What follows belongs to an exercise in optimizing a design on an open flow for small area; a production flow would make more cautious choices. RTL that was checked went through simulation tests only; none was proved equivalent to the original. For run 2, only the layout was checked, not whether the RTL still works. No activity file was given, so power comes from the tool's default toggle rates.

## flow/design.v (module list and top-level ports; edited modules follow where they fit)
// module bp_exec: 538 lines
// module bp_mul: 758 lines
module bp_exec (
    input  wire         clk,
    input  wire         rst,           
    input  wire         in_valid,
    input  wire [127:0] in_insn,
    input  wire [15:0]  in_opa,        
    input  wire [15:0]  in_opb,        
    input  wire [15:0]  in_opc,        
    input  wire [15:0]  in_opd,        
    output reg          out_valid,
    output reg          out_we,        
    output reg  [15:0]  out_data,
    output reg          out_ext,       
    output reg          out_lat3,      
    output reg          out_heavy,     
    output reg          out_illegal,   
    output reg          out_format,    
    output reg          out_tap,       
    output reg          out_chk,       
    output reg  [3:0]   out_rd,        
    output reg  [3:0]   out_rdbit      
);
  // ...
==> flow/flow/run.sh <==
#!/bin/bash
# Own layout flow: the standard ORFS flow (standard.sh) with
#  - synthesis by flow/synth.tcl (standard synthesis, area-oriented mapping),
#  - port buffers of the smallest buffer cell (every port still buffered).
# The whole make output goes to flow_make.log; ORFS's per-step logs stay in
# orfs/logs.
set -euo pipefail
W=$(pwd)
bash standard.sh "SYNTH_SCRIPT=$W/flow/synth.tcl" \
    "BUFFER_PORTS_ARGS=-buffer_cell sky130_fd_sc_hd__buf_1" \
    finish > "$W/flow_make.log" 2>&1
==> flow/flow/area.abc <==
strash
&get -n
&deepsyn -J 25 -T 400 -t
&put
dch -f
amap -F 2 -A 8
topo
==> flow/flow/synth.tcl <==
set my_dir [file dirname [file normalize [info script]]]
proc synth {args} { yosys synth -nofsm -noshare -noabc {*}$args }
proc extract_fa {args} { yosys extract_fa -fa {*}$args }
proc abc {args} {
  global my_dir
  set i [lsearch -exact $args -script]
  if {$i >= 0} { set args [lreplace $args [expr {$i+1}] [expr {$i+1}] $my_dir/area.abc] }
  yosys abc {*}$args
}
source $::env(SCRIPTS_DIR)/synth.tcl
# left out here: clear keep_hierarchy, flatten, clean up, hide names made inside functions, write 1_2_yosys.v
==> flow/standard.sh <==
#!/bin/bash
# synth_recipe.tcl (not shown) runs the flow's synth.tcl, then flattens the netlist and writes it again
# the make line also repeats each setting of config.mk as NAME=value (left out here)
make -C /OpenROAD-flow-scripts/flow DESIGN_CONFIG=/design/flow/config.mk WORK_HOME=/design/flow/orfs CLKGATE_MAP_FILE= SYNTH_SCRIPT=/design/flow/synth_recipe.tcl "${@:-finish}"
==> flow/config.mk <==
export PLATFORM = sky130hd
export DESIGN_NAME = bp_exec
export DESIGN_NICKNAME = bp_exec
export VERILOG_FILES = /design/flow/design.v
export SDC_FILE = /design/flow/constraint.sdc
export NUM_CORES = 4
export LEC_CHECK = 0
export CAP_MARGIN = 20
export CORE_MARGIN = 2
export CORE_UTILIZATION = 40
export CTS_BUF_LIST = sky130_fd_sc_hd__clkbuf_8
export GPL_TIMING_DRIVEN = 0
export SETUP_SLACK_MARGIN = 0.3
export SLEW_MARGIN = 20
==> flow/constraint.sdc <==
create_clock -name core_clock -period 18.0 [get_ports {clk}]
set_input_delay 3.6000 -clock core_clock [delete_from_list [all_inputs] [get_ports {clk}]]
set_output_delay 3.6000 -clock core_clock [all_outputs]
set_load 0.01 [all_outputs]
==> flow_summary.rst, run 1 <==
.. list-table::
   :header-rows: 1

   * - Metric
     - Value
   * - Run status
     - no timing/DRC/antenna violations
   * - Num Clock Sinks
     - 67
   * - Simple logic cell fraction of the synthesized area
     - 0.222
   * - Iteration-0 DRC count of the detailed router
     - between 3000 and 4000
   * - Avg Vias per Cell
     - just over 7
   * - Top fanout value on the critical path
     - 21
   * - GR Util met2
     - 0.680
   * - Synth Instances
     - approximately 1900
   * - Number of synthesized register bits
     - between 60 and 70
   * - Cell group occupying the most layout area
     - multi-input combinational cells
   * - Max IR drop VDD
     - ~0.17 mV
   * - Routed via count
     - 19300
   * - Proportion of synthesized area in mux cells
     - 0
   * - Fraction of the core area covered by cells at the end of the flow
     - 0.457
   * - Xor and xnor fraction of the mapped netlist area
     - 0.000597
   * - Worst hold path endpoint
     - out_rd[1]
   * - Category of the most critical setup path
     - in -> reg
   * - # diodes
     - 5
   * - Number of logic inverters in the finished layout
     - approximately 170
   * - Clock tree from TritonCTS
     - done
   * - Detailed Place HPWL
     - 67.1 mm
   * - Met3 track utilization from global routing
     - 0.175
   * - Top-Level Pins
     - ~230
   * - Sequential cell area share
     - 0.0808
   * - Number of antenna violations at the first check in global routing
     - 5
   * - Hold path depth
     - 0
   * - Row count
     - 70
   * - Fillcell total
     - around 3800
   * - Nets
     - around 2600
   * - Fin cells
     - around 2700
   * - Max-slew violation count
     - 0
   * - Multi-input logic cell count
     - 1694
   * - Core box area
     - ~36000 um^2
   * - Fraction of area in multi-input gates
     - 0.767
   * - Main combinational cell family by area after synthesis
     - adder cells
   * - Arithmetic-cell share of the synthesized area counting full adders, half adders and majority gates
     - 0.330
   * - Slew margin rel.
     - 0.120
==> module bp_exec, before the edit <==
module bp_exec (
    input  wire         clk,
    input  wire         rst,           
    input  wire         in_valid,
    input  wire [127:0] in_insn,
    input  wire [15:0]  in_opa,        
    input  wire [15:0]  in_opb,        
    input  wire [15:0]  in_opc,        
    input  wire [15:0]  in_opd,        
    output reg          out_valid,
    output reg          out_we,        
    output reg  [15:0]  out_data,
    output reg          out_ext,       
    output reg          out_lat3,      
    output reg          out_heavy,     
    output reg          out_illegal,   
    output reg          out_format,    
    output reg          out_tap,       
    output reg          out_chk,       
    output reg  [3:0]   out_rd,        
    output reg  [3:0]   out_rdbit      
);
    wire [5:0]  opc   = in_insn[127:122];
    wire        f_tap = in_insn[121];
    wire        f_chk = in_insn[120];
    wire [1:0]  f_rsv = in_insn[119:118];
    wire [7:0]  aux   = in_insn[117:110];
    wire [15:0] imm   = in_insn[109:94];
    wire [5:0]  sub   = in_insn[93:88];
    wire [21:0] src_a = in_insn[87:66];
    wire [21:0] src_b = in_insn[65:44];
    wire [21:0] src_c = in_insn[43:22];
    wire [21:0] src_d = in_insn[21:0];
    localparam [5:0] OP_NOP    = 6'h00, OP_LUT4  = 6'h01, OP_LUT4E = 6'h02,
                     OP_GMUX   = 6'h03, OP_RED   = 6'h04, OP_CONST = 6'h05,
                     OP_ADD    = 6'h10, OP_ADDC  = 6'h11, OP_SUB   = 6'h12,
                     OP_SUBB   = 6'h13, OP_AND   = 6'h14, OP_OR    = 6'h15,
                     OP_XOR    = 6'h16, OP_WLUT2 = 6'h17, OP_SHL   = 6'h18,
                     OP_SHR    = 6'h19, OP_SAR   = 6'h1A, OP_ROT   = 6'h1B,
                     OP_CMPEQ  = 6'h1C, OP_CMPLTU= 6'h1D, OP_CMPLTS= 6'h1E,
                     OP_MUX2W  = 6'h1F, OP_INS   = 6'h20, OP_EXT   = 6'h21,
                     OP_SEXT   = 6'h22, OP_CAT8  = 6'h23, OP_MUL   = 6'h28,
                     OP_MULH   = 6'h29, OP_BRD   = 6'h2A, OP_BWR   = 6'h2B,
                     OP_DREQ   = 6'h2C, OP_DWR   = 6'h2D, OP_DGET  = 6'h2E,
                     OP_XOUT   = 6'h30, OP_XIN   = 6'h31, OP_QPUSH = 6'h32,
                     OP_QPOP   = 6'h33, OP_QSTAT = 6'h34, OP_SYNC  = 6'h38,
                     OP_CHECK  = 6'h39, OP_SREQ  = 6'h3A, OP_FINISH= 6'h3B;
    reg [3:0] dep16;
    reg [2:0] dep8;
    integer i, k;
    always @* begin
        dep16 = 4'b0000;
        dep8  = 3'b000;
        for (k = 0; k < 4; k = k + 1)
            for (i = 0; i < 16; i = i + 1)
                if (imm[i] != imm[i ^ (1 << k)])
                    dep16[k] = 1'b1;
        for (k = 0; k < 3; k = k + 1)
            for (i = 0; i < 8; i = i + 1)
                if (imm[i] != imm[i ^ (1 << k)])
                    dep8[k] = 1'b1;
    end
    reg        reserved;
    reg [5:0]  sub_mask;
    reg [7:0]  aux_mask;
    reg [15:0] imm_mask;
    reg [3:0]  rd;        
    reg [3:0]  rdbit;     
    reg        ext;       
    reg        handled;   
    reg [2:0]  xpath;
    reg [2:0]  lane;
    always @* begin
        reserved = 1'b0;
        sub_mask = 6'h00;
        aux_mask = 8'h00;
        imm_mask = 16'h0000;
        rd       = 4'b0000;
        rdbit    = 4'b0000;
        ext      = 1'b0;
        handled  = 1'b0;
        xpath    = aux[7:5];
        lane     = aux[4:2];
        case (opc)
            OP_NOP: ;
            OP_LUT4: begin
                handled  = 1'b1;
                imm_mask = 16'hFFFF;
                rd       = dep16;
                rdbit    = dep16;
            end
            OP_LUT4E: begin
                handled  = 1'b1;
                reserved = (sub > 6'd1);
                sub_mask = 6'h3F;
                imm_mask = 16'h00FF;
                rd       = {1'b1, dep8};
                rdbit    = {1'b1, dep8};
            end
            OP_GMUX: begin
                ext      = 1'b1;
                reserved = (sub > 6'd1) || (aux[7:4] == 4'h0);
                sub_mask = 6'h3F;
                aux_mask = 8'hFF;
                imm_mask = (aux[3:0] == 4'h0) ? 16'h07FF : 16'h0000;
                rd       = 4'b1111;
                rdbit    = (sub == 6'd1) ? 4'b0000 : 4'b1111;
            end
            OP_RED: begin
                handled  = 1'b1;
                reserved = (sub[1:0] == 2'd3);
                sub_mask = 6'h1F;
                imm_mask = 16'hFFFF;
                case (sub[4:3])
                    2'd0: rd = 4'b0001;
                    2'd1: rd = 4'b0011;
                    2'd2: rd = 4'b0111;
                    default: rd = 4'b1111;
                endcase
            end
            OP_CONST: begin
                handled  = 1'b1;
                imm_mask = 16'hFFFF;
            end
            OP_ADD, OP_SUB: begin
                handled  = 1'b1;
                reserved = (sub > 6'd2);
                sub_mask = 6'h3F;
                imm_mask = 16'h000F;
                rd       = 4'b0011;
            end
            OP_ADDC, OP_SUBB: begin
                handled  = 1'b1;
                reserved = (sub > 6'd2);
                sub_mask = 6'h3F;
                imm_mask = 16'h000F;
                rd       = 4'b0111;
                rdbit    = 4'b0100;
            end
            OP_AND, OP_OR, OP_XOR, OP_CAT8: begin
                handled  = 1'b1;
                reserved = (sub > 6'd3);
                sub_mask = 6'h3F;
                rd       = 4'b0011;
            end
            OP_WLUT2: begin
                handled  = 1'b1;
                imm_mask = 16'h000F;
                rd       = 4'b0011;
            end
            OP_SHL, OP_SHR: begin
                handled  = 1'b1;
                reserved = (sub > 6'd3);
                sub_mask = 6'h3F;
                imm_mask = sub[0] ? 16'h0000 : 16'h000F;
                rd       = {1'b0, sub[1], sub[0], 1'b1};
            end
            OP_SAR, OP_ROT: begin
                handled  = 1'b1;
                reserved = (sub > 6'd1);
                sub_mask = 6'h3F;
                imm_mask = sub[0] ? 16'h0000 : 16'h000F;
                rd       = {1'b0, 1'b0, sub[0], 1'b1};
            end
            OP_CMPEQ, OP_CMPLTU, OP_CMPLTS: begin
                handled  = 1'b1;
                reserved = (sub > 6'd3);
                sub_mask = 6'h3F;
                rd       = {1'b0, sub[1], 2'b11};
                rdbit    = {1'b0, sub[1], 2'b00};
            end
            OP_MUX2W: begin
                handled  = 1'b1;
                rd       = 4'b0111;
                rdbit    = 4'b0100;
            end
            OP_INS: begin
                handled  = 1'b1;
                imm_mask = 16'h00FF;
                rd       = 4'b0011;
            end
            OP_EXT: begin
                handled  = 1'b1;
                imm_mask = 16'h00FF;
                rd       = 4'b0001;
            end
            OP_SEXT: begin
                handled  = 1'b1;
                imm_mask = 16'h000F;
                rd       = 4'b0001;
            end
            OP_MUL: begin
                handled  = 1'b1;
                rd       = 4'b0011;
            end
            OP_MULH: begin
                handled  = 1'b1;
                reserved = (sub > 6'd3);
                sub_mask = 6'h3F;
                rd       = 4'b0011;
            end
            OP_BRD: begin
                ext      = 1'b1;
                reserved = (sub > 6'd2);
                sub_mask = 6'h3F;
                aux_mask = 8'h0F;
                imm_mask = (sub == 6'd0) ? 16'h0000 : 16'h7FFF;
                rd       = {3'b000, sub != 6'd1};
            end
            OP_BWR: begin
                ext      = 1'b1;
                reserved = (sub[1:0] == 2'd3);
                sub_mask = 6'h07;
                aux_mask = 8'h0F;
                imm_mask = (sub[1:0] == 2'd0) ? 16'h0000 : 16'h7FFF;
                rd       = {1'b0, sub[2], 1'b1, sub[1:0] != 2'd1};
                rdbit    = {1'b0, sub[2], 2'b00};
            end
            OP_DREQ: begin
                ext      = 1'b1;
                aux_mask = 8'h0F;
                rd       = 4'b0011;
            end
            OP_DWR: begin
                ext      = 1'b1;
                reserved = (sub > 6'd1);
                sub_mask = 6'h3F;
                aux_mask = 8'h0F;
                imm_mask = 16'h000F;
                rd       = {sub[0], 3'b111};
                rdbit    = {sub[0], 3'b000};
            end
            OP_DGET: begin
                ext      = 1'b1;
                reserved = (sub > 6'd1);
                sub_mask = 6'h3F;
                aux_mask = 8'h0F;
                imm_mask = 16'h000F;
            end
            OP_XOUT: begin
                ext      = 1'b1;
                reserved = (xpath == 3'd7) ||
                           (xpath == 3'd0 && sub[1:0] == 2'd3) ||
                           (xpath != 3'd0 && sub[1:0] != 2'd0);
                sub_mask = 6'h07;
                aux_mask = 8'hFF;
                imm_mask = 16'h7FFF;
                rd       = {2'b00, sub[2], 1'b1};
                rdbit    = {2'b00, sub[2], 1'b0};
            end
            OP_XIN: begin
                ext      = 1'b1;
                aux_mask = 8'h1F;
            end
            OP_QPUSH, OP_QPOP: begin
                ext      = 1'b1;
                reserved = (lane == 3'd3 && sub > 6'd1) || (lane > 3'd4);
                sub_mask = (lane == 3'd3) ? 6'h3F : 6'h00;
                aux_mask = 8'h1F;
                rd       = {2'b00, lane == 3'd3 && sub[0], opc == OP_QPUSH};
                rdbit    = {2'b00, lane == 3'd3 && sub[0], 1'b0};
            end
            OP_QSTAT: begin
                ext      = 1'b1;
                aux_mask = 8'h03;
            end
            OP_SYNC: begin
                ext      = 1'b1;
                reserved = (sub > 6'd1);
                sub_mask = 6'h3F;
                aux_mask = 8'h03;
                rd       = 4'b0001;
            end
            OP_CHECK: begin
                ext      = 1'b1;
                reserved = (sub > 6'd3);
                sub_mask = 6'h3F;
                imm_mask = 16'hFFFF;
                rd       = {2'b00, sub[0], 1'b1};
                rdbit    = {2'b00, sub[0], 1'b1};
            end
            OP_SREQ: begin
                ext      = 1'b1;
                reserved = (sub > 6'd1);
                sub_mask = 6'h3F;
                imm_mask = 16'h00FF;
                rd       = {2'b00, sub[0], 1'b1};
                rdbit    = 4'b0001;
            end
            OP_FINISH: begin
                ext      = 1'b1;
                reserved = (sub > 6'd1);
                sub_mask = 6'h3F;
                imm_mask = 16'hFFFF;
                rd       = {2'b00, sub[0], 1'b1};
                rdbit    = 4'b0001;
            end
            default: reserved = 1'b1;
        endcase
    end
    wire [21:0] src [0:3];
    assign src[0] = src_a;
    assign src[1] = src_b;
    assign src[2] = src_c;
    assign src[3] = src_d;
    reg src_bad;
    integer j;
    always @* begin
        src_bad = 1'b0;
        for (j = 0; j < 4; j = j + 1) begin
            if (!rd[j] && src[j] != 22'd0)
                src_bad = 1'b1;
            if (rd[j] && !rdbit[j] && src[j][3:0] != 4'd0)
                src_bad = 1'b1;
        end
    end
    wire format = !reserved &&
                  ((f_rsv != 2'b00) ||
                   ((sub & ~sub_mask) != 6'd0) ||
                   ((aux & ~aux_mask) != 8'd0) ||
                   ((imm & ~imm_mask) != 16'd0) ||
                   (opc == OP_NOP && f_chk) ||
                   src_bad);
    wire [15:0] wa = in_opa;
    wire [15:0] wb = in_opb;
    wire [15:0] wc = in_opc;
    wire [15:0] wd = in_opd;
    wire [3:0] ba_idx = opc[5] ? imm[3:0] : src_a[3:0];
    wire ba = wa[ba_idx];
    wire bb = wb[src_b[3:0]];
    wire bc = wc[src_c[3:0]];
    wire bd = wd[src_d[3:0]];
    wire g_lo   = (opc[5:4] == 2'b00);           
    wire g_mid  = (opc[5:4] == 2'b01);           
    wire g_hi   = opc[5];                        
    wire g_arith = g_mid && (opc[3:2] == 2'b00);  
    wire g_logic = g_mid && (opc[3:2] == 2'b01);  
    wire g_shift = g_mid && (opc[3:2] == 2'b10);  
    wire g_cmp   = g_mid && (opc[3:2] == 2'b11);  
    wire       lut_r    = imm[{bd & ~opc[1], bc, bb, ba}];
    wire       lut4e_en = bd ^ sub[0];
    wire        red_e1 = (sub[4:3] != 2'd0);
    wire        red_e2 = sub[4];
    wire        red_e3 = (sub[4:3] == 2'd3);
    wire [15:0] red_b  = wb & {16{red_e1}};
    wire [15:0] red_c  = wc & {16{red_e2}};
    wire [15:0] red_d  = wd & {16{red_e3}};
    wire [15:0] red_o  = wa | red_b | red_c | red_d;
    wire [15:0] red_a  = wa & (wb | {16{~red_e1}}) & (wc | {16{~red_e2}}) &
                         (wd | {16{~red_e3}});
    wire [15:0] red_x  = wa ^ red_b ^ red_c ^ red_d;
    wire [15:0] red_z   = sub[0] ? red_o : ~red_a;
    wire        red_oz  = |(red_z & imm);
    wire        red_xor = ^(red_x & imm);
    wire        red_r   = (sub[1] ? red_xor : (red_oz ^ ~sub[0])) ^ sub[2];
    wire        ad_inv = g_cmp | opc[1];
    wire        ad_cin = ad_inv ^ (~g_cmp & opc[0] & bc);
    wire [15:0] ad_y   = wb ^ {16{ad_inv}};
    wire [16:0] ad_c;
    wire [15:0] ad_s;
    assign ad_c[0] = ad_cin;
    genvar gi;
    generate
        for (gi = 0; gi < 16; gi = gi + 1) begin : g_add
            assign ad_s[gi]   = wa[gi] ^ ad_y[gi] ^ ad_c[gi];
            assign ad_c[gi+1] = (wa[gi] & ad_y[gi]) | (wa[gi] & ad_c[gi]) |
                                (ad_y[gi] & ad_c[gi]);
        end
    endgenerate
    wire [3:0]  ad_top = g_cmp ? 4'd15 : imm[3:0];
    wire        c_w    = ad_c[{1'b0, ad_top} + 5'd1];
    wire        c_wm   = ad_c[ad_top];
    wire        ad_co  = c_w ^ ad_inv;
    wire        ad_ov  = c_w ^ c_wm;
    wire        ad_flag = sub[1] ? ad_ov : ad_co;
    wire [15:0] th_lo;
    generate
        for (gi = 0; gi < 16; gi = gi + 1) begin : g_th
            assign th_lo[gi] = (gi <= imm[3:0]);
        end
    endgenerate
    wire eq  = (ad_s == 16'd0);
    wire ltu = ad_co;
    wire lts = ad_co ^ wa[15] ^ wb[15];
    wire cmp_b = (opc[1:0] == 2'd0) ? eq : (opc[1] ? lts : ltu);
    wire cmp_t = sub[1] ? ((opc[1:0] == 2'd0) ? (cmp_b & bc) : (cmp_b | (eq & bc))) : cmp_b;
    wire cmp_r = cmp_t ^ sub[0];
    reg  [3:0] lt;
    always @* begin
        if (opc[3]) begin
            lt = bc ? 4'b1100 : 4'b1010;              
        end else begin
            case (opc[1:0])
                2'd0: lt = 4'b1000;                   
                2'd1: lt = 4'b1110;                   
                2'd2: lt = 4'b0110;                   
                default: lt = imm[3:0];               
            endcase
            if (opc[1:0] != 2'd3) begin
                if (sub[1]) lt = {lt[1:0], lt[3:2]};
                if (sub[0]) lt = ~lt;
            end
        end
    end
    reg [15:0] lut2_r;
    always @* begin
        for (i = 0; i < 16; i = i + 1)
            lut2_r[i] = lt[{wb[i], wa[i]}];
    end
    wire        sh_left = g_shift ? ~(opc[1] ^ opc[0]) : (opc[1:0] == 2'd0);   
    wire        sh_rot  = g_shift & opc[1] & opc[0];
    wire        sh_sar  = g_shift & opc[1] & ~opc[0];
    wire [4:0]  sh_n    = (g_shift & sub[0]) ? wb[4:0] : {1'b0, imm[3:0]};
    wire        sh_big  = sh_n[4] & ~sh_rot;
    wire [15:0] sh_f    = sh_rot ? wa : (sub[1] & g_shift) ? wc : 16'h0000;
    wire        sh_sext = g_hi & opc[1];                  
    wire        sh_fill = sh_sar | sh_sext;
    wire        sh_sign = sh_sext ? ba : (sh_sar & wa[15]);
    wire [15:0] sh_lw   = g_hi ? wb : wa;            
    reg  [15:0] w_lo, w_hi;
    always @* begin
        if (sh_left) begin
            w_hi = sh_big ? sh_f : sh_lw;
            w_lo = sh_big ? 16'h0000 : sh_f;
        end else begin
            w_hi = sh_fill ? {16{sh_sign}} : sh_big ? 16'h0000 : sh_f;
            w_lo = (sh_big | sh_sext) ? (sh_fill ? {16{sh_sign}} : sh_f) : wa;
        end
    end
    wire [3:0]  sh_k  = sh_n[3:0] ^ {4{sh_left}};
    wire [30:0] sh_w  = sh_left ? {w_hi, w_lo[15:1]} : {w_hi[14:0], w_lo};
    wire [22:0] sh_w8 = sh_k[3] ? sh_w[30:8]  : sh_w[22:0];
    wire [18:0] sh_w4 = sh_k[2] ? sh_w8[22:4] : sh_w8[18:0];
    wire [16:0] sh_w2 = sh_k[1] ? sh_w4[18:2] : sh_w4[16:0];
    wire [15:0] sh_o  = sh_k[0] ? sh_w2[16:1] : sh_w2[15:0];
    wire [4:0]  f_hi = {1'b0, opc[0] ? 4'd0 : imm[3:0]} +
                       {1'b0, opc[1] ? 4'd15 : imm[7:4]};
    wire [15:0] f_le;    
    wire [15:0] f_ge;    
    generate
        for (gi = 0; gi < 16; gi = gi + 1) begin : g_fm
            assign f_le[gi] = (gi <= f_hi);
            if (gi == 15)
                assign f_ge[gi] = opc[0] | ~(opc[1] & th_lo[15]);
            else
                assign f_ge[gi] = opc[0] | ~(opc[1] ? th_lo[gi] : th_lo[gi+1]);
        end
    endgenerate
    wire [15:0] f_sel   = (f_le & f_ge) | {16{~opc[5]}};    
    wire [15:0] field_r = (f_sel & sh_o) | (~f_sel & wa & {16{~opc[0]}});
    wire [15:0] cat8_r = {sub[1] ? wb[15:8] : wb[7:0], sub[0] ? wa[15:8] : wa[7:0]};
    wire [31:0] mul_p;
    wire        mul_c16;
    bp_mul u_mul (.a(wa), .b(wb), .sa(sub[0]), .sb(sub[1]), .p(mul_p),
                  .carry16(mul_c16));
    wire        mulh_inc = g_hi & opc[3] & opc[0] & mul_c16;
    reg [15:0] word_r;
    always @* begin
        if (g_hi) begin
            if (opc[3])
                word_r = opc[0] ? mul_p[31:16] : mul_p[15:0];
            else
                word_r = (opc[1:0] == 2'd3) ? cat8_r : field_r;
        end else if (g_lo) begin
            word_r = imm;                                    
        end else case (opc[3:2])
            2'd0:    word_r = ad_s & th_lo;                  
            2'd1:    word_r = lut2_r;                        
            2'd2:    word_r = field_r;                       
            default: word_r = lut2_r;                        
        endcase
    end
    reg bit_r;
    reg is_bit;
    always @* begin
        if (g_lo) begin
            is_bit = !(opc[2] & opc[0]);
            bit_r  = opc[2] ? red_r : lut_r;
        end else if (g_arith) begin
            is_bit = (sub[1:0] != 2'd0);
            bit_r  = ad_flag;
        end else begin
            is_bit = g_cmp & ~(opc[1] & opc[0]);
            bit_r  = cmp_r;
        end
    end
    wire [15:0] result = is_bit ? {15'd0, bit_r} : word_r;
    wire we = handled && !reserved && !(opc == OP_LUT4E && !lut4e_en);
    reg         s1_valid, s1_we, s1_ext, s1_lat3, s1_heavy, s1_illegal;
    reg         s1_format, s1_tap, s1_chk, s1_inc;
    reg [15:0]  s1_data;
    reg [3:0]   s1_rd, s1_rdbit;
    always @(posedge clk) begin
        if (rst)
            s1_valid <= 1'b0;
        else
            s1_valid <= in_valid;
        s1_we      <= we;
        s1_data    <= result;
        s1_inc     <= mulh_inc;
        s1_ext     <= ext && !reserved;
        s1_lat3    <= !reserved && (opc == OP_MUL || opc == OP_MULH ||
                                    opc == OP_BRD || opc == OP_QPOP);
        s1_heavy   <= (opc >= OP_MUL) && (opc <= OP_DGET);
        s1_illegal <= reserved;
        s1_format  <= format;
        s1_tap     <= f_tap && !reserved;
        s1_chk     <= f_chk && !reserved && (opc != OP_NOP);
        s1_rd      <= reserved ? 4'b0000 : rd;
        s1_rdbit   <= reserved ? 4'b0000 : rdbit;
    end
    wire [16:0] s1_ic;
    wire [15:0] s1_data_inc;
    assign s1_ic[0] = s1_inc;
    generate
        for (gi = 0; gi < 16; gi = gi + 1) begin : g_inc
            assign s1_data_inc[gi] = s1_data[gi] ^ s1_ic[gi];
            assign s1_ic[gi+1]     = s1_data[gi] & s1_ic[gi];
        end
    endgenerate
    always @(posedge clk) begin
        if (rst)
            out_valid <= 1'b0;
        else
            out_valid <= s1_valid;
        out_we      <= s1_we;
        out_data    <= s1_data_inc;
        out_ext     <= s1_ext;
        out_lat3    <= s1_lat3;
        out_heavy   <= s1_heavy;
        out_illegal <= s1_illegal;
        out_format  <= s1_format;
        out_tap     <= s1_tap;
        out_chk     <= s1_chk;
        out_rd      <= s1_rd;
        out_rdbit   <= s1_rdbit;
    end
endmodule
==> run 2: changes to the inputs <==
--- a/flow/design.v
+++ b/flow/design.v
@@ -320,44 +320,38 @@
                    ((aux & ~aux_mask) != 8'd0) ||
                    ((imm & ~imm_mask) != 16'd0) ||
                    (opc == OP_NOP && f_chk) ||
                    src_bad);
     wire [15:0] wa = in_opa;
     wire [15:0] wb = in_opb;
     wire [15:0] wc = in_opc;
     wire [15:0] wd = in_opd;
-    wire [3:0] ba_idx = opc[5] ? imm[3:0] : src_a[3:0];
-    wire ba = wa[ba_idx];
+    wire ba = wa[src_a[3:0]];
     wire bb = wb[src_b[3:0]];
     wire bc = wc[src_c[3:0]];
     wire bd = wd[src_d[3:0]];
     wire g_lo   = (opc[5:4] == 2'b00);           
     wire g_mid  = (opc[5:4] == 2'b01);           
     wire g_hi   = opc[5];                        
     wire g_arith = g_mid && (opc[3:2] == 2'b00);  
     wire g_logic = g_mid && (opc[3:2] == 2'b01);  
     wire g_shift = g_mid && (opc[3:2] == 2'b10);  
     wire g_cmp   = g_mid && (opc[3:2] == 2'b11);  
     wire       lut_r    = imm[{bd & ~opc[1], bc, bb, ba}];
     wire       lut4e_en = bd ^ sub[0];
-    wire        red_e1 = (sub[4:3] != 2'd0);
-    wire        red_e2 = sub[4];
-    wire        red_e3 = (sub[4:3] == 2'd3);
-    wire [15:0] red_b  = wb & {16{red_e1}};
-    wire [15:0] red_c  = wc & {16{red_e2}};
-    wire [15:0] red_d  = wd & {16{red_e3}};
-    wire [15:0] red_o  = wa | red_b | red_c | red_d;
-    wire [15:0] red_a  = wa & (wb | {16{~red_e1}}) & (wc | {16{~red_e2}}) &
-                         (wd | {16{~red_e3}});
-    wire [15:0] red_x  = wa ^ red_b ^ red_c ^ red_d;
-    wire [15:0] red_z   = sub[0] ? red_o : ~red_a;
-    wire        red_oz  = |(red_z & imm);
-    wire        red_xor = ^(red_x & imm);
-    wire        red_r   = (sub[1] ? red_xor : (red_oz ^ ~sub[0])) ^ sub[2];
+    wire [3:0]  red_en = {sub[4:3] == 2'd3, sub[4], sub[4:3] != 2'd0, 1'b1};
+    wire        red_and = (sub[1:0] == 2'd0);
+    wire [63:0] red_y = {{16{red_en[3]}} & imm & (wd ^ {16{red_and}}),
+                         {16{red_en[2]}} & imm & (wc ^ {16{red_and}}),
+                         {16{red_en[1]}} & imm & (wb ^ {16{red_and}}),
+                         {16{red_en[0]}} & imm & (wa ^ {16{red_and}})};
+    wire        red_or  = |red_y;
+    wire        red_xor = ^red_y;
+    wire        red_r   = (sub[1] ? red_xor : (red_or ^ red_and)) ^ sub[2];
     wire        ad_inv = g_cmp | opc[1];
     wire        ad_cin = ad_inv ^ (~g_cmp & opc[0] & bc);
     wire [15:0] ad_y   = wb ^ {16{ad_inv}};
     wire [16:0] ad_c;
     wire [15:0] ad_s;
     assign ad_c[0] = ad_cin;
     genvar gi;
     generate
@@ -408,70 +402,66 @@
             lut2_r[i] = lt[{wb[i], wa[i]}];
     end
     wire        sh_left = g_shift ? ~(opc[1] ^ opc[0]) : (opc[1:0] == 2'd0);   
     wire        sh_rot  = g_shift & opc[1] & opc[0];
     wire        sh_sar  = g_shift & opc[1] & ~opc[0];
     wire [4:0]  sh_n    = (g_shift & sub[0]) ? wb[4:0] : {1'b0, imm[3:0]};
     wire        sh_big  = sh_n[4] & ~sh_rot;
     wire [15:0] sh_f    = sh_rot ? wa : (sub[1] & g_shift) ? wc : 16'h0000;
-    wire        sh_sext = g_hi & opc[1];                  
-    wire        sh_fill = sh_sar | sh_sext;
-    wire        sh_sign = sh_sext ? ba : (sh_sar & wa[15]);
+    wire        sh_sign = sh_sar & wa[15];
     wire [15:0] sh_lw   = g_hi ? wb : wa;            
     reg  [15:0] w_lo, w_hi;
     always @* begin
         if (sh_left) begin
             w_hi = sh_big ? sh_f : sh_lw;
             w_lo = sh_big ? 16'h0000 : sh_f;
         end else begin
-            w_hi = sh_fill ? {16{sh_sign}} : sh_big ? 16'h0000 : sh_f;
-            w_lo = (sh_big | sh_sext) ? (sh_fill ? {16{sh_sign}} : sh_f) : wa;
+            w_hi = sh_sar ? {16{sh_sign}} : sh_big ? 16'h0000 : sh_f;
+            w_lo = sh_big ? (sh_sar ? {16{sh_sign}} : sh_f) : wa;
         end
     end
-    wire [3:0]  sh_k  = sh_n[3:0] ^ {4{sh_left}};
-    wire [30:0] sh_w  = sh_left ? {w_hi, w_lo[15:1]} : {w_hi[14:0], w_lo};
-    wire [22:0] sh_w8 = sh_k[3] ? sh_w[30:8]  : sh_w[22:0];
-    wire [18:0] sh_w4 = sh_k[2] ? sh_w8[22:4] : sh_w8[18:0];
-    wire [16:0] sh_w2 = sh_k[1] ? sh_w4[18:2] : sh_w4[16:0];
-    wire [15:0] sh_o  = sh_k[0] ? sh_w2[16:1] : sh_w2[15:0];
-    wire [4:0]  f_hi = {1'b0, opc[0] ? 4'd0 : imm[3:0]} +
-                       {1'b0, opc[1] ? 4'd15 : imm[7:4]};
-    wire [15:0] f_le;    
-    wire [15:0] f_ge;    
+    wire [3:0]  sh_m = sh_n[3:0];
+    wire [4:0]  sh_k = sh_left ? (5'd16 - {1'b0, sh_m}) : {1'b0, sh_m};
+    wire [31:0] sh_w = {w_hi, w_lo};
+    wire [31:0] sh_t = sh_w >> sh_k;
+    wire [15:0] sh_o = sh_t[15:0];
+    wire [15:0] th_w;    
+    wire [4:0]  f_end = {1'b0, imm[3:0]} + {1'b0, imm[7:4]};
+    wire [15:0] th_e;    
     generate
         for (gi = 0; gi < 16; gi = gi + 1) begin : g_fm
-            assign f_le[gi] = (gi <= f_hi);
-            if (gi == 15)
-                assign f_ge[gi] = opc[0] | ~(opc[1] & th_lo[15]);
-            else
-                assign f_ge[gi] = opc[0] | ~(opc[1] ? th_lo[gi] : th_lo[gi+1]);
+            assign th_w[gi] = (gi <= imm[7:4]);
+            assign th_e[gi] = (gi <= f_end);
         end
     endgenerate
-    wire [15:0] f_sel   = (f_le & f_ge) | {16{~opc[5]}};    
-    wire [15:0] field_r = (f_sel & sh_o) | (~f_sel & wa & {16{~opc[0]}});
+    wire [15:0] f_mask = th_e & ~{1'b0, th_lo[15:1]};
+    wire [15:0] ins_r  = (wa & ~f_mask) | (sh_o & f_mask);
+    wire [15:0] ext_r  = sh_o & th_w;
+    wire [15:0] sext_r = (wa & th_lo) | ({16{sh_o[0]}} & ~th_lo);
     wire [15:0] cat8_r = {sub[1] ? wb[15:8] : wb[7:0], sub[0] ? wa[15:8] : wa[7:0]};
     wire [31:0] mul_p;
-    wire        mul_c16;
-    bp_mul u_mul (.a(wa), .b(wb), .sa(sub[0]), .sb(sub[1]), .p(mul_p),
-                  .carry16(mul_c16));
-    wire        mulh_inc = g_hi & opc[3] & opc[0] & mul_c16;
+    bp_mul u_mul (.a(wa), .b(wb), .sa(sub[0]), .sb(sub[1]), .p(mul_p));
     reg [15:0] word_r;
     always @* begin
         if (g_hi) begin
             if (opc[3])
                 word_r = opc[0] ? mul_p[31:16] : mul_p[15:0];
-            else
-                word_r = (opc[1:0] == 2'd3) ? cat8_r : field_r;
+            else case (opc[1:0])
+                2'd0:    word_r = ins_r;
+                2'd1:    word_r = ext_r;
+                2'd2:    word_r = sext_r;
+                default: word_r = cat8_r;
+            endcase
         end else if (g_lo) begin
             word_r = imm;                                    
         end else case (opc[3:2])
             2'd0:    word_r = ad_s & th_lo;                  
             2'd1:    word_r = lut2_r;                        
-            2'd2:    word_r = field_r;                       
+            2'd2:    word_r = sh_o;                          
             default: word_r = lut2_r;                        
         endcase
     end
     reg bit_r;
     reg is_bit;
     always @* begin
         if (g_lo) begin
             is_bit = !(opc[2] & opc[0]);
@@ -482,72 +472,61 @@
         end else begin
             is_bit = g_cmp & ~(opc[1] & opc[0]);
             bit_r  = cmp_r;
         end
     end
     wire [15:0] result = is_bit ? {15'd0, bit_r} : word_r;
     wire we = handled && !reserved && !(opc == OP_LUT4E && !lut4e_en);
     reg         s1_valid, s1_we, s1_ext, s1_lat3, s1_heavy, s1_illegal;
-    reg         s1_format, s1_tap, s1_chk, s1_inc;
+    reg         s1_format, s1_tap, s1_chk;
     reg [15:0]  s1_data;
     reg [3:0]   s1_rd, s1_rdbit;
     always @(posedge clk) begin
         if (rst)
             s1_valid <= 1'b0;
         else
             s1_valid <= in_valid;
         s1_we      <= we;
         s1_data    <= result;
-        s1_inc     <= mulh_inc;
         s1_ext     <= ext && !reserved;
         s1_lat3    <= !reserved && (opc == OP_MUL || opc == OP_MULH ||
                                     opc == OP_BRD || opc == OP_QPOP);
         s1_heavy   <= (opc >= OP_MUL) && (opc <= OP_DGET);
         s1_illegal <= reserved;
         s1_format  <= format;
         s1_tap     <= f_tap && !reserved;
         s1_chk     <= f_chk && !reserved && (opc != OP_NOP);
         s1_rd      <= reserved ? 4'b0000 : rd;
         s1_rdbit   <= reserved ? 4'b0000 : rdbit;
     end
-    wire [16:0] s1_ic;
-    wire [15:0] s1_data_inc;
-    assign s1_ic[0] = s1_inc;
-    generate
-        for (gi = 0; gi < 16; gi = gi + 1) begin : g_inc
-            assign s1_data_inc[gi] = s1_data[gi] ^ s1_ic[gi];
-            assign s1_ic[gi+1]     = s1_data[gi] & s1_ic[gi];
-        end
-    endgenerate
     always @(posedge clk) begin
         if (rst)
             out_valid <= 1'b0;
         else
             out_valid <= s1_valid;
         out_we      <= s1_we;
-        out_data    <= s1_data_inc;
+        out_data    <= s1_data;
         out_ext     <= s1_ext;
         out_lat3    <= s1_lat3;
         out_heavy   <= s1_heavy;
         out_illegal <= s1_illegal;
         out_format  <= s1_format;
         out_tap     <= s1_tap;
         out_chk     <= s1_chk;
         out_rd      <= s1_rd;
         out_rdbit   <= s1_rdbit;
     end
 endmodule
 module bp_mul (
     input  wire [15:0] a,
     input  wire [15:0] b,
     input  wire        sa,
     input  wire        sb,
-    output wire [31:0] p,
-    output wire        carry16
+    output wire [31:0] p
 );
     wire pp_0_0 = a[0] & b[0];
     wire pp_0_1 = a[1] & b[0];
     wire pp_0_2 = a[2] & b[0];
     wire pp_0_3 = a[3] & b[0];
     wire pp_0_4 = a[4] & b[0];
     wire pp_0_5 = a[5] & b[0];
     wire pp_0_6 = a[6] & b[0];
@@ -795,19 +774,19 @@
     wire pp_15_8 = (a[8] & b[15]) ^ sb;
     wire pp_15_9 = (a[9] & b[15]) ^ sb;
     wire pp_15_10 = (a[10] & b[15]) ^ sb;
     wire pp_15_11 = (a[11] & b[15]) ^ sb;
     wire pp_15_12 = (a[12] & b[15]) ^ sb;
     wire pp_15_13 = (a[13] & b[15]) ^ sb;
     wire pp_15_14 = (a[14] & b[15]) ^ sb;
     wire pp_15_15 = (a[15] & b[15]) ^ sa ^ sb;
-    wire k15 = (sa ^ sb);
-    wire k16 = (sa & sb);
-    wire k31 = (sa | sb);
+    wire k15 = sa ^ sb;
+    wire k16 = sa & sb;
+    wire k31 = sa | sb;
     wire s1 = pp_0_13 ^ pp_1_12;
     wire c2 = pp_0_13 & pp_1_12;
     wire s3 = pp_0_14 ^ pp_1_13 ^ pp_2_12;
     wire c4 = (pp_0_14 & pp_1_13) | (pp_0_14 & pp_2_12) | (pp_1_13 & pp_2_12);
     wire s5 = pp_3_11 ^ pp_4_10;
     wire c6 = pp_3_11 & pp_4_10;
     wire s7 = pp_0_15 ^ pp_1_14 ^ pp_2_13;
     wire c8 = (pp_0_15 & pp_1_14) | (pp_0_15 & pp_2_13) | (pp_1_14 & pp_2_13);
@@ -1254,20 +1233,18 @@
     assign p[12] = r0[12] ^ r1[12] ^ cc[12];
     assign cc[13] = (r0[12] & r1[12]) | (r0[12] & cc[12]) | (r1[12] & cc[12]);
     assign p[13] = r0[13] ^ r1[13] ^ cc[13];
     assign cc[14] = (r0[13] & r1[13]) | (r0[13] & cc[13]) | (r1[13] & cc[13]);
     assign p[14] = r0[14] ^ r1[14] ^ cc[14];
     assign cc[15] = (r0[14] & r1[14]) | (r0[14] & cc[14]) | (r1[14] & cc[14]);
     assign p[15] = r0[15] ^ r1[15] ^ cc[15];
     assign cc[16] = (r0[15] & r1[15]) | (r0[15] & cc[15]) | (r1[15] & cc[15]);
-    assign carry16 = cc[16];
-    wire cz16 = 1'b0;
-    assign p[16] = r0[16] ^ r1[16] ^ cz16;
-    assign cc[17] = (r0[16] & r1[16]) | (r0[16] & cz16) | (r1[16] & cz16);
+    assign p[16] = r0[16] ^ r1[16] ^ cc[16];
+    assign cc[17] = (r0[16] & r1[16]) | (r0[16] & cc[16]) | (r1[16] & cc[16]);
     assign p[17] = r0[17] ^ r1[17] ^ cc[17];
     assign cc[18] = (r0[17] & r1[17]) | (r0[17] & cc[17]) | (r1[17] & cc[17]);
     assign p[18] = r0[18] ^ r1[18] ^ cc[18];
     assign cc[19] = (r0[18] & r1[18]) | (r0[18] & cc[18]) | (r1[18] & cc[18]);
     assign p[19] = r0[19] ^ r1[19] ^ cc[19];
     assign cc[20] = (r0[19] & r1[19]) | (r0[19] & cc[19]) | (r1[19] & cc[19]);
     assign p[20] = r0[20] ^ r1[20] ^ cc[20];
     assign cc[21] = (r0[20] & r1[20]) | (r0[20] & cc[20]) | (r1[20] & cc[20]);
==> flow/run.sh (new file) <==
#!/bin/bash
# synth_recipe.tcl (not shown) runs the flow's synth.tcl, then flattens the netlist and writes it again
# the make line also repeats each setting of config.mk as NAME=value (left out here)
make -C /OpenROAD-flow-scripts/flow DESIGN_CONFIG=/design/flow/config.mk WORK_HOME=/design/flow/orfs CLKGATE_MAP_FILE= SYNTH_SCRIPT=/design/flow/synth_recipe.tcl finish
==> flow/config.mk (replaced) <==
export PLATFORM = sky130hd
export DESIGN_NAME = bp_exec
export DESIGN_NICKNAME = bp_exec
export VERILOG_FILES = /design/flow/design.v
export SDC_FILE = /design/flow/constraint.sdc
export NUM_CORES = 4
export LEC_CHECK = 0
export CAP_MARGIN = 20
export CORE_MARGIN = 2
export CORE_UTILIZATION = 40
export SLEW_MARGIN = 20
removed: flow/flow/run.sh
removed: flow/flow/area.abc
removed: flow/flow/synth.tcl
removed: flow/standard.sh
==> flow_summary.rst, run 2 <==
.. list-table::
   :header-rows: 1

   * - Metric
     - Value
   * - Post CTS Setup Buffer Count
     - 0
   * - Reg-to-reg critical path startpoint
     - s1_valid
   * - Post-synthesis sequential area ratio
     - 0.0620
   * - Library cell occupying the most area in the post-synthesis netlist
     - sky130_fd_sc_hd__fa_1
   * - Clock edge transition at the registers on the reported setup and hold paths
     - roughly 0.070 ns
   * - Max IR drop VDD
     - 0.252 mV (+48%)
   * - Num Clock Sinks
     - 66 (-1.5%)
   * - Reg2Reg Depth
     - 1
   * - Cell type of the slowest stage on the worst timing path
     - sky130_fd_sc_hd__clkdlybuf4s50_1
   * - WP data arrival
     - around 16 ns
   * - Run status
     - no timing/DRC/antenna violations
   * - Worst hold path endpoint
     - out_rdbit[0]
   * - Worst Max-Slew Pin Slew
     - about 1.2 ns
   * - Number of global-route vias before repair
     - around 23000
   * - R2r endpoint
     - out_valid
   * - Period utilization
     - 0.898
   * - Most frequent cells in the layout
     - sky130_fd_sc_hd__inv_1 (255), sky130_fd_sc_hd__nand2_1 (250), sky130_fd_sc_hd__fa_1 (243)
   * - Clock buffer depth
     - 2
   * - Area overhead of the layout relative to synthesis
     - 15.4%
   * - Top fanout value on the critical path
     - 17 (-19%)
   * - Final global-route overflow total
     - 0
   * - Leading cell type in the layout, fill and taps excluded
     - sky130_fd_sc_hd__inv_1
   * - Gpl congestion
     - 1.04
   * - Compound-Gate Fraction of Synth Area
     - 0.211
   * - Arithmetic-cell share of the synthesized area counting full adders, half adders and majority gates
     - 0.274 (-0.0560)
   * - Ratio of total power to cell area
     - 105 nW/um^2
   * - Top-Level Pins
     - 228 (unchanged)
   * - Core box area
     - 52700 um^2 (+45%)
   * - Iteration-0 DRC count of the detailed router
     - 2795 (-14%)
   * - Synth cell count leaders
     - sky130_fd_sc_hd__inv_1 (255), sky130_fd_sc_hd__nand2_1 (250), sky130_fd_sc_hd__fa_1 (243)
   * - Global-route total usage across every layer
     - 0.411
   * - Most frequently used flop master after synthesis
     - sky130_fd_sc_hd__dfxtp_1
   * - Worst hold path class
     - reg -> reg
   * - Least setup slack across all paths after layout
     - ~1.8 ns
   * - Count of max-cap constraint violations
     - 0
   * - DRC
     - 0
   * - WL per Instance
     - 33.4 um
   * - Number of synthesized flops with an enable pin
     - 0
   * - Worst-case clock skew
     - 0.00535 ns
   * - Start point of the worst min-delay path
     - s1_rdbit[0]
   * - Main area contributors after synthesis
     - sky130_fd_sc_hd__fa_1 (23%), sky130_fd_sc_hd__dfxtp_1 (6.2%), sky130_fd_sc_hd__and2_1 (4.7%), sky130_fd_sc_hd__ha_1 (4.6%), sky130_fd_sc_hd__mux4_2 (4.5%)
   * - Minimum period implied by the final worst setup slack
     - 16.17 ns
   * - Number of buffers created by CTS
     - 9
   * - Nets
     - 3293 (+26%)
   * - Fin cells
     - 3481 (+31%)
   * - Detailed-router iteration count before antenna repair
     - 6
   * - Synthesized netlist net count
     - 3185
   * - Required time worst endpoint
     - roughly 18 ns
   * - Largest net degree at the start of global routing
     - 68
   * - Max-slew violation count
     - 0 (unchanged)
   * - Crit path largest cell delay
     - ~1.0 ns
   * - Fraction of final layout cells with drive strength greater than 1
     - 0.0852
   * - Total negative slack for setup checks
     - 0 ns
   * - Starting utilization of the core area
     - 0.405
   * - Fmax
     - between 60 and 70 MHz
   * - Hold path depth
     - 0 (unchanged)
   * - Number of synthesized register bits
     - 66 (-1.5%)
   * - Yosys Warn Count
     - 1
   * - Clk root buf
     - sky130_fd_sc_hd__clkbuf_16
   * - Post-Syn Area
     - 21300 um^2
   * - Category of the worst setup path launch point
     - input port
   * - Routed via count
     - 23500 (+21%)
   * - Cell type with the highest occurrence count on the critical path
     - sky130_fd_sc_hd__fa_1
   * - Number of cells after detailed placement
     - between 3000 and 4000
   * - Setup slack on the worst flop-to-flop path
     - about 17 ns
   * - Final wirelength
     - 116 mm
   * - Simple logic cell fraction of the synthesized area
     - 0.212 (-0.00945)
   * - Design Power
     - 0.00257 W
   * - Leakage Power
     - 9.94 nW
   * - CTS resizes
     - 0
   * - Residual antenna-violating net count after detailed routing
     - 0
   * - Setup slack after placement
     - about 1.5 ns
   * - Floorplan die width
     - around 230 um
   * - FFs w/ async S/R, synth
     - 0
   * - Number of antenna violations at the first check in global routing
     - 12 (+7)
   * - Top-count cell post-synth
     - sky130_fd_sc_hd__inv_1
   * - Setup crit end kind
     - register
   * - Hold violation total from the final report
     - 0
   * - Number of hold-repair buffers added at the cts stage
     - 0
   * - Main combinational cell family by area after synthesis
     - adder cells
   * - Top Registers
     - out_data (16), s1_data (16)
   * - # setup viols final
     - 0
   * - Distinct cell type count of the synthesized netlist
     - 99
   * - Clock tree from TritonCTS
     - done
   * - Post-Syn Area per Cell
     - 7.98 um^2
   * - Avg Vias per Cell
     - 6.74 (-7.3%)
   * - Row count
     - 84 (+20%)
   * - Xor and xnor fraction of the mapped netlist area
     - 0.0744 (+0.0738)
   * - Count of port buffers added during placement
     - 227
   * - CTS H-Tree Depth
     - 3
   * - Setup repair after global routing missed its margin
     - false
   * - Detailed Place HPWL
     - 87.1 mm (+30%)
   * - Die ar.
     - between 50000 and 60000 um^2
   * - Proportion of synthesized area in mux cells
     - 0.0740 (+0.0740)
   * - Synth Instances
     - 2669 (+38%)
   * - Category of the most critical setup path
     - in -> reg
   * - Source-to-sink clock delay at the later pin of the worst-skew pair
     - approximately 0.33 ns
   * - First-pass GRT wire length
     - about 170 mm
   * - Die height
     - between 200 and 250 um
   * - Area share of the largest cell type after synthesis
     - 0.228
   * - Slew margin rel.
     - 0.201 (+0.0811)
## run 2: changes by cell type after synthesis, sizes merged, moves of 78 or more
cell	previous run	this run
and2	5	163
clkbuf	0	174
clkinv	172	2
ha	0	78
inv	0	255
nand2	92	251
nor2	507	125
o22ai	146	31
xnor2	0	92
xor2	1	89
## run 2: logic make-up after synthesis
logic type,Yosys count
xor gates and xnor gates,181
adders and majority gates,321
muxes,100
buffers and inverters,492
and+or+nand+nor,887
DFF,66
AOI/OAI and AO/OA,622
## run 2: worst max-delay path by stage
stage	startpoint	endpoint	slack [ns]	depth (start not counted)
after floorplan	in_opa[10]	s1_data[14]	2.66	41
after global placement	in_opb[1]	s1_data[14]	1.65	41
after detailed placement	in_opb[1]	s1_data[14]	1.51	41
after CTS	in_opb[1]	s1_data[14]	1.88	41
after global routing	in_opb[1]	s1_data[14]	1.35	41
final	in_opb[1]	s1_data[14]	1.83	41
## run 2: critical path, delay by kind of cell
family	cells	cell delay, ns
compound gates	4	0.75
simple gates	1	0.15
fa+ha+maj	27	9.99
mux	1	0.15
buf+inv	8	1.69
## run 2: per-layer routing
| metal | vias up | wire (um) | track usage |
|---|---|---|---|
| met5 | - | 13 | 0 |
| met4 | 2 | 9270 | 0.266 |
| met3 | 467 | 13200 | 0.118 |
| met2 | 1727 | 50600 | 0.630 |
| met1 | 11600 | 43300 | 0.506 |
| li1 | 9645 | - | - |
## run 2: power by group
part / internal (W) / switching (W)
combinational: 0.000857 / 0.00134
sequential: 0.000188 / 0.0000105
clock: 0.000110 / 0.0000716
## run 2: area by class of cell
cell class,count,area (um^2)
diodes,11,27.5
clock buffers,9,225
clock inverters,7,82.6
fillers,5211,28100
inverters,257,965
multi-input cells,2111,18100
flip-flops and latches,66,1320
well taps,688,861
repair buffers,332,3030
## run 2: stage by stage
stage               hold WS [ns]  cell area [um^2]   util
detailed placement         0.312             24200  0.460
CTS                        0.322             24500  0.466
global route               0.321             24600  0.467
floorplan                  0.310             21300      -
global placement           0.310             24200  0.460
finish                     0.320             24600  0.467

## re-timing with driven ports
How much do the figures lean on ideal ports? The routed layouts below were timed once more, with nothing changed but the port constraints. Step 1: set_driving_cell puts a clkbuf_16 on clk and a buf_2 on each other input, an assumption about the parent block. Step 2 times the ports against the registers' clock, not the clock port: input delays grow and output delays shrink by t, the midpoint of the rising clock arrivals with the driver on. Slacks: ideal / step 1 / step 2; pairs: ideal / step 1.
run	shift t [ns]	setup WS [ns]	worst setup path after step 2	slew at the worst register clock pin (ns)	worst data-port slew with drivers (ns)
run 1	0.383	0.685 / 0.682 / 0.299	input to register	0.07 / 0.07	0.07
run 2	0.361	1.830 / 1.839 / 1.478	input to register	0.07 / 0.07	0.18
After both steps setup and hold are still met in every run listed. For run 1, which loses most, drivers alone change the setup slack by -0.003 ns; drivers and shift together by -0.386 ns.
